This is an optimization exercise on Yosys and OpenROAD, whose aim is small area, a short achievable clock period and few clock cycles per item, not a production implementation.
Only simulation tests tie the RTL to the original design; equivalence was not proved.

## crc_unit
module crc_unit (
    input  wire        clk,
    input  wire        rst,
    input  wire        wr_valid,
    output wire        wr_ready,
    input  wire [3:0]  wr_addr,
    input  wire [31:0] wr_data,
    output wire        idle,
    output reg  [31:0] crc_state,
    output wire [31:0] crc_result,
    output reg  [31:0] count,
    output reg         match,
    output reg         mismatch,
    output reg         feed_err,
    output reg  [2:0]  err_code,
    output reg  [15:0] cnt_mismatch
);
make LEC_CHECK=0 CAP_MARGIN=20 CORE_MARGIN=2 CORE_UTILIZATION=55 SETUP_SLACK_MARGIN=4 SLEW_MARGIN=20 finish   # period 8.0 ns
run.sh (not shown) runs the stock make flow with config.mk's settings and CLKGATE_MAP_FILE= SYNTH_SCRIPT=/design/flow/synth_recipe.tcl, a recipe that flattens the netlist after the stock synthesis.
Testbench counts at the start, summed over its fixed seeds: cycles 29,665, bytes 64,883.
Then changed:
- CORE_UTILIZATION: 55 -> 40
- SETUP_SLACK_MARGIN: 4 -> 3
Result: Via count came out lower by roughly a tenth; critical path depth went down by 3; cell count is higher slightly; setup slack got worse by 460 ps; global-route usage decreases by 16 points; cell area is lower by roughly a tenth; clock skew came out lower by 16 ps; first-iteration DRC count is lower by a quarter to a third; routed wire length drops by roughly a tenth.
Then changed:
- ABC_AREA: not set -> 1
Setup slack gets worse by 24 ps.
Final cell count goes up by 110%.
Sequential share of layout area goes down by 6.8 points.


## oak
crc_unit, a different RTL version from the one above (not shown whole).
Size in the first run: ~4300 cells after synthesis, about 320 flip-flops, ~160 I/O pins, ~31000 sq um of cells after synthesis.
==> flow/design.v (excerpt) <==
module crc_unit (
    input  wire        clk,
    input  wire        rst,
    input  wire        wr_valid,
    output wire        wr_ready,
    input  wire [3:0]  wr_addr,
    input  wire [31:0] wr_data,
    output wire        idle,
    output reg  [31:0] crc_state,
    output wire [31:0] crc_result,
    output reg  [31:0] count,
    output reg         match,
    output reg         mismatch,
    output reg         feed_err,
    output reg  [2:0]  err_code,
    output reg  [15:0] cnt_mismatch
);
    localparam [3:0] A_CTL = 4'd0, A_CTX_LO = 4'd1, A_CTX_HI = 4'd2, A_POLY = 4'd3,
                     A_STATE = 4'd4, A_EXPECT = 4'd5, A_FEED_B = 4'd6, A_FEED_H = 4'd7,
                     A_FEED_W = 4'd8, A_FLAGS = 4'd9;
    localparam [31:0] POLY_C  = 32'h82F6_3B78;   
    localparam [31:0] POLY_IE = 32'hEDB8_8320;   
    localparam [31:0] INV_C   = 32'hDEA7_13F1;   
    localparam [31:0] INV_IE  = 32'hF701_1641;
    localparam [2:0] S_IDLE = 3'd0, S_INV1 = 3'd1, S_INV2 = 3'd2, S_CTX = 3'd3,
                     S_CTXH = 3'd4, S_CMP = 3'd5;
    reg [31:0] ctx_lo, ctx_hi, poly_reg, expect_r;
    reg [31:0] poly;         
    reg [31:1] rinv;         
    reg [2:0]  seq;
    reg        ctx_go;       
    reg        cmp_go;       
    reg        e_v;          
    reg [31:0] e_d;          
    reg [1:0]  e_n;          
    reg        e_cnt;        
    assign wr_ready   = (seq == S_IDLE);
    assign idle       = (seq == S_IDLE) && !e_v;
    assign crc_result = ~crc_state;
    wire inv_mode = (seq == S_INV1) || (seq == S_INV2);
    reg [31:0] c_al, c_post;
    always @(*) begin
        case (e_n)
            2'd1:    begin c_al = {crc_state[7:0], 24'd0};  c_post = {8'd0, crc_state[31:8]};   end
            2'd2:    begin c_al = {crc_state[15:0], 16'd0}; c_post = {16'd0, crc_state[31:16]}; end
  ...
export LEC_CHECK = 0
export CAP_MARGIN = 20
export CORE_MARGIN = 2
export CORE_UTILIZATION = 40
export SETUP_SLACK_MARGIN = 3
export SLEW_MARGIN = 20
create_clock -name core_clock -period 8.0 [get_ports {clk}]
Testbench counts of oak, summed over its fixed seeds: cycles 29,665, bytes 64,883.
Relative to oak, the following input files were edited for pine:
- ABC_CLOCK_PERIOD_IN_PS now 3000, previously not set
## What came out
- oak and pine ended up with roughly the same data arrival time of the worst path.
- Comparing oak against pine, there is no change at all in detailed-routing wirelength on met1.
- pine completed end to end with timing, DRC and antenna clean.
- Looking at pine and oak, the overall die width is a wash.
- pine -> oak: share of the clock period used by the worst path after layout delta 0, exact match
- As far as total global routing track utilization goes, oak and pine are indistinguishable; the numbers are identical.

-- what the ideal ports hide --
The flow's constraints put no driver on any port. The routed layouts listed below were extracted and timed again, unchanged, in two steps. Step 1, drivers: a clkbuf_16 drives clk and a buf_2 each remaining input, both assumed. Step 2 moves the port delays by t, midway between the first and last clock arrival at a register: inputs arrive t later, outputs are due t later. That takes back most of the time a late clock gives input paths. a / b / c = ideal / step 1 / step 2; a / b = the first two.
run | t (ns) | setup WS [ns] | worst setup path after step 2 | pins driven straight from the clock port
the first run of note 1 | 0.598 | 3.556 / 3.556 / 3.439 | input to register | 1
the second run of note 1 | 0.622 | 3.100 / 3.100 / 2.594 | input to register | 1
the third run of note 1 | 0.651 | 3.076 / 3.076 / 2.506 | input to register | 1
oak | 0.629 | 3.021 / 3.021 / 2.686 | input to register | 1
pine | 0.629 | 3.021 / 3.021 / 2.686 | input to register | 1
After both steps setup and hold are still met in every run listed. The setup slack of the third run of note 1, which loses most, moves by 0.000 ns with the drivers and by -0.570 ns with both steps.
